From an optimization exercise on the open Yosys and OpenROAD flow, aimed at small area, a short achievable clock period and few clock cycles per item; shortcuts taken in it are not production practice.
Where RTL was checked, it was by simulation tests only, not by an equivalence proof against the original.
Power is estimated from default activity; no workload was simulated.

==> harbor <==
==> flow/design.v <==
module pwm_minp (
    input  wire        clk,
    input  wire        rst,
    input  wire        in_valid,
    output wire        in_ready,
    input  wire [18:0] in_per,
    input  wire [13:0] in_dly_r,
    input  wire [13:0] in_dly_f,
    input  wire [10:0] in_duty_max,
    input  wire        in_clamp,
    input  wire        in_clear,
    input  wire [7:0]  in_ls,
    input  wire [75:0] in_h,
    input  wire [3:0]  in_centre,
    output reg         out_valid,
    output reg  [7:0]  out_ls,
    output reg  [75:0] out_on,
    output reg  [75:0] out_off,
    output reg  [3:0]  out_drop,
    output reg  [3:0]  out_raise
);
    assign in_ready = 1'b1;
    reg        s0_valid;
    reg [18:0] s0_per;
    reg [13:0] s0_dly_r, s0_dly_f;
    reg [10:0] s0_duty_max;
    reg        s0_clamp, s0_clear;
    reg [7:0]  s0_ls;
    reg [75:0] s0_h;
    reg [3:0]  s0_centre;
    always @(posedge clk) begin
        s0_valid    <= in_valid & ~rst;
        s0_per      <= in_per;
        s0_dly_r    <= in_dly_r;
        s0_dly_f    <= in_dly_f;
        s0_duty_max <= in_duty_max;
        s0_clamp    <= in_clamp;
        s0_clear    <= in_clear;
        s0_ls       <= in_ls;
        s0_h        <= in_h;
        s0_centre   <= in_centre;
    end
    wire [28:0] duty_prod = s0_duty_max[9:0] * s0_per;
    wire [14:0] thr_h0    = 15'd2000 + s0_dly_r;
    wire [14:0] thr_l0    = 15'd2000 + s0_dly_f;
    wire [18:0] pmt0      = s0_per - thr_l0;
    reg        s1_valid;
    reg [18:0] s1_per, s1_max_h, s1_pmt;
    reg [14:0] s1_thr_h;
    reg        s1_full, s1_clamp;
    reg [7:0]  s1_ls;
    reg [75:0] s1_h;
    reg [3:0]  s1_centre;
    always @(posedge clk) begin
        s1_valid  <= s0_valid & ~rst;
        s1_per    <= s0_per;
        s1_max_h  <= duty_prod[28:10] | (s0_duty_max[10] ? s0_per : 19'd0);
        s1_pmt    <= pmt0;
        s1_thr_h  <= thr_h0;
        s1_full   <= s0_duty_max[10];
        s1_clamp  <= s0_clamp;
        s1_ls     <= s0_ls;
        s1_h      <= s0_valid ? s0_h : 76'd0;
        s1_centre <= s0_centre;
    end
    reg [18:0] cv [0:3];         
    reg [3:0]  cnz;              
    reg [3:0]  cf_low;           
    reg [3:0]  cf_use;           
    reg [18:0] per_c;            
    reg rst_q;
    always @(posedge clk) rst_q <= rst;
    always @(posedge clk)
        if (s1_valid) per_c <= s1_per;
    wire c_zero = rst_q | (s0_valid & s0_clear);
    reg        s2_valid;
    reg [18:0] s2_per;
    reg [7:0]  s2_ls;
    reg [75:0] s2_h;
    reg [3:0]  s2_centre, s2_drop, s2_raise;
    genvar l;
    generate
        for (l = 0; l < 4; l = l + 1) begin : g_leg
            wire [18:0] h   = s1_h[19*l +: 19];
            wire        sw  = (s1_ls[2*l +: 2] == 2'd0);
            wire [18:0] v   = cnz[l] ? cv[l] : 19'd0;
            wire        f   = cf_use[l];
            wire r_nz    = |h;
            wire r_sh    = r_nz & (h[18:15] == 4'd0) & (h[14:0] < s1_thr_h);
            wire r_isper = (h == s1_per);
            wire r_sl    = (h > s1_pmt) & ~r_isper;
            wire [19:0] x0 = {1'b0, h};
            wire [19:0] x1 = {1'b0, v};
            wire [19:0] x2 = f ? {1'b1, ~per_c} : 20'd0;
            wire [19:0] cs_s = x0 ^ x1 ^ x2;
            wire [19:0] cs_c = (x0 & x1) | (x0 & x2) | (x1 & x2);
            wire [19:0] hc;
            add_bk #(20) u_hc (.a(cs_s), .b({cs_c[18:0], f}), .ci(1'b0), .s(hc), .co());
            wire neg  = hc[19];
            wire over = ~neg & (hc[18:0] > s1_max_h);
            wire nz_c    = ~neg & (|hc[18:0]);
            wire sh_c    = nz_c & (hc[18:15] == 4'd0) & (hc[14:0] < s1_thr_h);
            wire isper_c = ~neg & (hc[18:0] == s1_per);
            wire sl_c    = ~neg & (hc[18:0] > s1_pmt) & ~isper_c;
            wire nz    = over ? r_nz    : nz_c;
            wire sh    = over ? r_sh    : sh_c;
            wire isper = over ? r_isper : isper_c;
            wire sl    = over ? r_sl    : sl_c;
            wire cf    = s1_clamp | over;
            wire dropH  = sh & ~cf;
            wire raiseH = sh & cf;
            wire dropL  = sl & ~cf & s1_full;
            wire raiseL = sl & ~(~cf & s1_full);
            wire [18:0] h1 = over ? h : (neg ? 19'd0 : hc[18:0]);
            wire [18:0] h3 = raiseH ? {4'd0, s1_thr_h} : raiseL ? s1_pmt : h1;
            wire isLow  = ~nz | dropH;
            wire isHigh = isper | dropL;
            always @(posedge clk) begin
                if (c_zero) begin
                    cnz[l]    <= 1'b0;
                    cf_low[l] <= 1'b0;
                end else if (s1_valid) begin
                    cnz[l]    <= sw & (dropH | dropL);
                    cf_low[l] <= sw & dropL;
                end
                cf_use[l] <= ~c_zero & s0_valid & ~rst & (s1_valid ? sw & dropL : cf_low[l]);
                cv[l] <= hc[18:0];
            end
            always @(posedge clk) begin
                s2_h[19*l +: 19] <= h3;
                s2_ls[2*l +: 2]  <= ~sw ? s1_ls[2*l +: 2] : isLow ? 2'd1 : isHigh ? 2'd2 : 2'd0;
                s2_drop[l]       <= sw & (dropH | dropL);
                s2_raise[l]      <= sw & (raiseH | raiseL);
            end
        end
    endgenerate
    always @(posedge clk) begin
        s2_valid  <= s1_valid & ~rst;
        s2_per    <= s1_per;
        s2_centre <= s1_centre;
    end
    wire [19:0] per1 = {1'b0, s2_per} + 20'd1;
    generate
        for (l = 0; l < 4; l = l + 1) begin : g_place
            wire [18:0] h3  = s2_h[19*l +: 19];
            wire [1:0]  ls  = s2_ls[2*l +: 2];
            wire [19:0] a   = s2_centre[l] ? per1 : {s2_per, 1'b0};
            wire [19:0] b   = s2_centre[l] ? per1 : 20'd0;
            wire [19:0] son, sof;
            add_bk #(20) u_on  (.a(a), .b({1'b1, ~h3}), .ci(1'b1), .s(son), .co());
            add_bk #(20) u_off (.a(b), .b({1'b0, h3}),  .ci(1'b0), .s(sof), .co());
            always @(posedge clk) begin
                out_ls[2*l +: 2]    <= ls;
                out_on[19*l +: 19]  <= (ls == 2'd0) ? son[19:1] : 19'd0;
                out_off[19*l +: 19] <= (ls == 2'd0) ? sof[19:1] : (ls == 2'd2) ? s2_per : 19'd0;
            end
        end
    endgenerate
    always @(posedge clk) begin
        out_valid <= s2_valid & ~rst;
        out_drop  <= s2_drop;
        out_raise <= s2_raise;
    end
endmodule
module add_bk #(parameter W = 20) (
    input  wire [W-1:0] a,
    input  wire [W-1:0] b,
    input  wire         ci,
    output wire [W-1:0] s,
    output wire         co
);
    localparam LG = (W <= 2) ? 1 : (W <= 4) ? 2 : (W <= 8) ? 3 : (W <= 16) ? 4 : (W <= 32) ? 5 : 6;
    reg [W-1:0] g, p;
    reg [W:0]   c;
    integer i, d;
    wire [W-1:0] p0 = a ^ b;
    wire [W-1:0] g0 = a & b;
    always @* begin
        g = g0;
        p = p0;
        g[0] = g[0] | (p[0] & ci);
        for (d = 1; d < (1 << LG); d = d * 2)
            for (i = 2*d - 1; i < W; i = i + 2*d) begin
                g[i] = g[i] | (p[i] & g[i-d]);
                p[i] = p[i] & p[i-d];
            end
        for (d = (1 << (LG - 1)) / 2; d >= 1; d = d / 2)
            for (i = 3*d - 1; i < W; i = i + 2*d) begin
                g[i] = g[i] | (p[i] & g[i-d]);
                p[i] = p[i] & p[i-d];
            end
        c[0] = ci;
        for (i = 0; i < W; i = i + 1) c[i+1] = g[i];
    end
    assign s  = p0 ^ c[W-1:0];
    assign co = c[W];
endmodule
==> flow/flow/run.sh <==
#!/bin/bash
# The standard layout, with every port buffered by a buf_2 instead of the
# buffer_ports default, and timing repair aiming at 20.5 ns of setup slack.
set -euo pipefail
export BUFFER_PORTS_ARGS="-buffer_cell sky130_fd_sc_hd__buf_2"
export SETUP_SLACK_MARGIN=20.5
bash standard.sh > standard.log 2>&1
==> flow/standard.sh <==
#!/bin/bash
# synth_recipe.tcl (not shown) runs the flow's synth.tcl, then flattens the netlist and writes it again
# the make line also repeats each setting of config.mk as NAME=value (left out here)
make -C /OpenROAD-flow-scripts/flow DESIGN_CONFIG=/design/flow/config.mk WORK_HOME=/design/flow/orfs CLKGATE_MAP_FILE= SYNTH_SCRIPT=/design/flow/synth_recipe.tcl "${@:-finish}"
==> flow/config.mk <==
export PLATFORM = sky130hd
export DESIGN_NAME = pwm_minp
export DESIGN_NICKNAME = pwm_minp
export VERILOG_FILES = /design/flow/design.v
export SDC_FILE = /design/flow/constraint.sdc
export NUM_CORES = 4
export LEC_CHECK = 0
export ABC_AREA = 1
export CAP_MARGIN = 50
export CORE_MARGIN = 2
export CORE_UTILIZATION = 40
export SLEW_MARGIN = 70
==> flow/constraint.sdc <==
create_clock -name core_clock -period 26.0 [get_ports {clk}]
set_input_delay 5.2000 -clock core_clock [delete_from_list [all_inputs] [get_ports {clk}]]
set_output_delay 5.2000 -clock core_clock [all_outputs]
set_load 0.01 [all_outputs]
==> inputs of juniper, as changes to harbor <==
--- a/flow/design.v
+++ b/flow/design.v
@@ -66,7 +66,6 @@
     reg [18:0] cv [0:3];         
     reg [3:0]  cnz;              
     reg [3:0]  cf_low;           
-    reg [3:0]  cf_use;           
     reg [18:0] per_c;            
     reg rst_q;
     always @(posedge clk) rst_q <= rst;
@@ -84,7 +83,7 @@
             wire [18:0] h   = s1_h[19*l +: 19];
             wire        sw  = (s1_ls[2*l +: 2] == 2'd0);
             wire [18:0] v   = cnz[l] ? cv[l] : 19'd0;
-            wire        f   = cf_use[l];
+            wire        f   = s1_valid & cf_low[l];
             wire r_nz    = |h;
             wire r_sh    = r_nz & (h[18:15] == 4'd0) & (h[14:0] < s1_thr_h);
             wire r_isper = (h == s1_per);
@@ -123,7 +122,6 @@
                     cnz[l]    <= sw & (dropH | dropL);
                     cf_low[l] <= sw & dropL;
                 end
-                cf_use[l] <= ~c_zero & s0_valid & ~rst & (s1_valid ? sw & dropL : cf_low[l]);
                 cv[l] <= hc[18:0];
             end
             always @(posedge clk) begin
==> flow/flow/run.sh (replaced) <==
#!/bin/bash
# The standard layout, with every port buffered by a buf_2 instead of the
# buffer_ports default, and timing repair aiming at 19.5 ns of setup slack.
set -euo pipefail
export BUFFER_PORTS_ARGS="-buffer_cell sky130_fd_sc_hd__buf_2"
export SETUP_SLACK_MARGIN=19.5
bash standard.sh > standard.log 2>&1
==> inputs of onyx, as changes to harbor <==
==> flow/design.v, changed modules only <==
module pwm_minp (
    input  wire        clk,
    input  wire        rst,
    input  wire        in_valid,
    output wire        in_ready,
    input  wire [18:0] in_per,
    input  wire [13:0] in_dly_r,
    input  wire [13:0] in_dly_f,
    input  wire [10:0] in_duty_max,
    input  wire        in_clamp,
    input  wire        in_clear,
    input  wire [7:0]  in_ls,
    input  wire [75:0] in_h,
    input  wire [3:0]  in_centre,
    output reg         out_valid,
    output reg  [7:0]  out_ls,
    output reg  [75:0] out_on,
    output reg  [75:0] out_off,
    output reg  [3:0]  out_drop,
    output reg  [3:0]  out_raise
);
    assign in_ready = 1'b1;
    reg        s0_valid;
    reg [18:0] s0_per;
    reg [13:0] s0_dly_r, s0_dly_f;
    reg [10:0] s0_duty_max;
    reg        s0_clamp, s0_clear;
    reg [7:0]  s0_ls;
    reg [75:0] s0_h;
    reg [3:0]  s0_centre;
    always @(posedge clk) begin
        s0_valid    <= in_valid & ~rst;
        s0_per      <= in_per;
        s0_dly_r    <= in_dly_r;
        s0_dly_f    <= in_dly_f;
        s0_duty_max <= in_duty_max;
        s0_clamp    <= in_clamp;
        s0_clear    <= in_clear;
        s0_ls       <= in_ls;
        s0_h        <= in_h;
        s0_centre   <= in_centre;
    end
    wire [18:0] duty_hi;
    pwm_minp_mul u_mul (.d(s0_duty_max[9:0]), .p(s0_per), .y(duty_hi));
    wire [14:0] thr_h0    = 15'd2000 + s0_dly_r;
    wire [14:0] thr_l0    = 15'd2000 + s0_dly_f;
    wire [18:0] pmt0      = s0_per - thr_l0;
    reg        s1_valid;
    reg [18:0] s1_per, s1_max_h, s1_pmt;
    reg [14:0] s1_thr_h;
    reg        s1_full, s1_clamp;
    reg [7:0]  s1_ls;
    reg [75:0] s1_h;
    reg [3:0]  s1_centre;
    always @(posedge clk) begin
        s1_valid  <= s0_valid & ~rst;
        s1_per    <= s0_per;
        s1_max_h  <= duty_hi | (s0_duty_max[10] ? s0_per : 19'd0);
        s1_pmt    <= pmt0;
        s1_thr_h  <= thr_h0;
        s1_full   <= s0_duty_max[10];
        s1_clamp  <= s0_clamp;
        s1_ls     <= s0_ls;
        s1_h      <= s0_h;
        s1_centre <= s0_centre;
    end
    reg [18:0] cv [0:3];         
    reg [3:0]  cf_low;           
    reg [18:0] per_c;            
    reg rst_q;
    always @(posedge clk) rst_q <= rst;
    always @(posedge clk)
        if (s1_valid) per_c <= s1_per;
    wire c_zero = rst_q | (s0_valid & s0_clear);
    reg        s2_valid;
    reg [18:0] s2_per;
    reg [7:0]  s2_ls;
    reg [75:0] s2_h;
    reg [3:0]  s2_centre, s2_drop, s2_raise;
    genvar l;
    generate
        for (l = 0; l < 4; l = l + 1) begin : g_leg
            wire [18:0] h   = s1_h[19*l +: 19];
            wire        sw  = (s1_ls[2*l +: 2] == 2'd0);
            wire [18:0] v   = cv[l];
            wire        f   = cf_low[l];
            wire r_nz    = |h;
            wire r_sh    = r_nz & (h[18:15] == 4'd0) & (h[14:0] < s1_thr_h);
            wire r_isper = (h == s1_per);
            wire r_sl    = (h > s1_pmt) & ~r_isper;
            wire [19:0] x0 = {1'b0, h};
            wire [19:0] x1 = {1'b0, v};
            wire [19:0] x2 = f ? {1'b1, ~per_c} : 20'd0;
            wire [19:0] cs_s = x0 ^ x1 ^ x2;
            wire [19:0] cs_c = (x0 & x1) | (x0 & x2) | (x1 & x2);
            wire [19:0] hc;
            add_bk #(20) u_hc (.a(cs_s), .b({cs_c[18:0], f}), .ci(1'b0), .s(hc), .co());
            wire neg  = hc[19];
            wire over = ~neg & (hc[18:0] > s1_max_h);
            wire nz_c    = ~neg & (|hc[18:0]);
            wire sh_c    = nz_c & (hc[18:15] == 4'd0) & (hc[14:0] < s1_thr_h);
            wire isper_c = ~neg & (hc[18:0] == s1_per);
            wire sl_c    = ~neg & (hc[18:0] > s1_pmt) & ~isper_c;
            wire nz    = over ? r_nz    : nz_c;
            wire sh    = over ? r_sh    : sh_c;
            wire isper = over ? r_isper : isper_c;
            wire sl    = over ? r_sl    : sl_c;
            wire cf    = s1_clamp | over;
            wire dropH  = sh & ~cf;
            wire raiseH = sh & cf;
            wire dropL  = sl & ~cf & s1_full;
            wire raiseL = sl & ~(~cf & s1_full);
            wire [18:0] h1 = over ? h : (neg ? 19'd0 : hc[18:0]);
            wire [18:0] h3 = raiseH ? {4'd0, s1_thr_h} : raiseL ? s1_pmt : h1;
            wire isLow  = ~nz | dropH;
            wire isHigh = isper | dropL;
            always @(posedge clk) begin
                if (c_zero) begin
                    cv[l]     <= 19'd0;
                    cf_low[l] <= 1'b0;
                end else if (s1_valid) begin
                    cv[l]     <= (sw & (dropH | dropL)) ? hc[18:0] : 19'd0;
                    cf_low[l] <= sw & dropL;
                end
            end
            always @(posedge clk) begin
                s2_h[19*l +: 19] <= h3;
                s2_ls[2*l +: 2]  <= ~sw ? s1_ls[2*l +: 2] : isLow ? 2'd1 : isHigh ? 2'd2 : 2'd0;
                s2_drop[l]       <= sw & (dropH | dropL);
                s2_raise[l]      <= sw & (raiseH | raiseL);
            end
        end
    endgenerate
    always @(posedge clk) begin
        s2_valid  <= s1_valid & ~rst;
        s2_per    <= s1_per;
        s2_centre <= s1_centre;
    end
    wire [19:0] per1 = {1'b0, s2_per} + 20'd1;
    generate
        for (l = 0; l < 4; l = l + 1) begin : g_place
            wire [18:0] h3  = s2_h[19*l +: 19];
            wire [1:0]  ls  = s2_ls[2*l +: 2];
            wire [19:0] a   = s2_centre[l] ? per1 : {s2_per, 1'b0};
            wire [19:0] b   = s2_centre[l] ? per1 : 20'd0;
            wire [19:0] son, sof;
            add_bk #(20) u_on  (.a(a), .b({1'b1, ~h3}), .ci(1'b1), .s(son), .co());
            add_bk #(20) u_off (.a(b), .b({1'b0, h3}),  .ci(1'b0), .s(sof), .co());
            always @(posedge clk) begin
                out_ls[2*l +: 2]    <= ls;
                out_on[19*l +: 19]  <= (ls == 2'd0) ? son[19:1] : 19'd0;
                out_off[19*l +: 19] <= (ls == 2'd0) ? sof[19:1] : (ls == 2'd2) ? s2_per : 19'd0;
            end
        end
    endgenerate
    always @(posedge clk) begin
        out_valid <= s2_valid & ~rst;
        out_drop  <= s2_drop;
        out_raise <= s2_raise;
    end
endmodule
module pwm_minp_mul (input [9:0] d, input [18:0] p, output [18:0] y);
    wire [28:0] r [0:9];
    genvar i;
    generate for (i = 0; i < 10; i = i + 1) begin : g_pp
        assign r[i] = d[i] ? ({10'd0, p} << i) : 29'd0;
    end endgenerate
    wire [28:0] a1, b1, a2, b2, a3, b3;      
    pwm_minp_csa29 l1a (r[0], r[1], r[2], a1, b1);
    pwm_minp_csa29 l1b (r[3], r[4], r[5], a2, b2);
    pwm_minp_csa29 l1c (r[6], r[7], r[8], a3, b3);
    wire [28:0] a4, b4, a5, b5;              
    pwm_minp_csa29 l2a (a1, b1, a2, a4, b4);
    pwm_minp_csa29 l2b (b2, a3, b3, a5, b5);
    wire [28:0] a6, b6;                      
    pwm_minp_csa29 l3a (a4, b4, a5, a6, b6);
    wire [28:0] a7, b7;                      
    pwm_minp_csa29 l4a (a6, b6, b5, a7, b7);
    wire [28:0] a8, b8;                      
    pwm_minp_csa29 l5a (a7, b7, r[9], a8, b8);
    wire [28:0] sum;
    add_bk #(29) fin (.a(a8), .b(b8), .ci(1'b0), .s(sum), .co());
    assign y = sum[28:10];
endmodule
module pwm_minp_csa29 (input [28:0] x, y, z, output [28:0] s, output [28:0] c);
    assign s = x ^ y ^ z;
    assign c = {(x[27:0] & y[27:0]) | (x[27:0] & z[27:0]) | (y[27:0] & z[27:0]), 1'b0};
endmodule
==> flow/flow/run.sh (replaced) <==
#!/bin/bash
# The standard layout, with every port buffered by a buf_1 instead of the
# buffer_ports default, and timing repair aiming at 19.5 ns of setup slack.
set -euo pipefail
export BUFFER_PORTS_ARGS="-buffer_cell sky130_fd_sc_hd__buf_1"
export SETUP_SLACK_MARGIN=19.5
bash standard.sh > standard.log 2>&1
--- a/flow/config.mk
+++ b/flow/config.mk
@@ -6,7 +6,10 @@
 export NUM_CORES = 4
 export LEC_CHECK = 0
 export ABC_AREA = 1
-export CAP_MARGIN = 50
+export CAP_MARGIN = 20
 export CORE_MARGIN = 2
 export CORE_UTILIZATION = 40
-export SLEW_MARGIN = 70
+export CTS_BUF_LIST = sky130_fd_sc_hd__clkbuf_8 sky130_fd_sc_hd__clkbuf_16
+export CTS_CLUSTER_DIAMETER = 120
+export CTS_CLUSTER_SIZE = 25
+export SLEW_MARGIN = 30
==> comparison <==
Hold slack, highest first: onyx, juniper, harbor. Final area, lowest first: onyx, juniper, harbor. The lowest non-clock buffer count belongs to onyx, the highest to harbor. Power: juniper is larger than onyx (13%). Of juniper and onyx, juniper has the higher clock-buffer cell count (gap 66). Sequential share of layout area, lowest first: harbor, juniper, onyx. Clock skew, highest first: harbor, onyx, juniper.
==> figures <==
item	harbor	juniper	onyx
Global routing usage on met1	41.70%	41.41%	39.66%
Placed instance area	0.05507 mm²	0.05546 mm²	0.05292 mm²
Count of clock tree sinks	705	701	697
Final WS setup	19.63 ns	19.58 ns	19.55 ns
Area Growth Syn to Fin	21.03%	14.96%	9.674%
Proportion of power drawn by the clock network	23.2%	24.1%	15.8%
Clock H-tree levels	3	3	2
Post-synthesis net count	7558	7807	7303
Fraction of area in multi-input gates	54.61%	55.97%	57.74%
Iter 0 DRT Violations	4843	4743	4540
Run status	finished clean	finished clean	finished clean
Fraction of standard cell area that is sequential	24.00%	24.38%	25.82%
Final WL	218900 µm	213500 µm	202400 µm
Share of final layout cell area taken by clock buffers and inverters	4.647%	4.907%	2.267%
Number of iterations in the first detailed-routing pass	6	7	6
Worst endpoint data arrival time	1.17 ns	1.22 ns	1.25 ns
Testbench counts of onyx, summed over its fixed seeds: cycles 32,032, items 32,000.
The RTL of harbor and juniper was laid out without a check of its function.

[what the ideal ports hide]
No port has a modelled driver above. Below, the same layouts with a new extraction and two added sets of constraints. Step 1, drivers: a clkbuf_16 drives clk and a buf_2 each remaining input, both assumed. Step 2 moves the port delays by t, midway between the first and last clock arrival at a register: inputs arrive t later, outputs are due t later. That takes back most of the time a late clock gives input paths. a / b / c = no drivers / after step 1 / after step 2; a / b = the first two.
run | t, ns | setup slack, ns | worst hold slack (ns) | worst setup path after step 2 | latest minus earliest clock arrival (ns)
harbor | 0.781 | 19.626 / 19.551 / 19.830 | 0.320 / 0.320 / 0.320 | input to register | 0.060 / 0.060
juniper | 0.794 | 19.578 / 19.501 / 19.796 | 0.322 / 0.322 / 0.322 | register to register | 0.049 / 0.049
onyx | 0.740 | 19.555 / 19.479 / 19.831 | 0.326 / 0.326 / 0.326 | register to register | 0.055 / 0.055
After both steps every run listed still meets setup and hold.
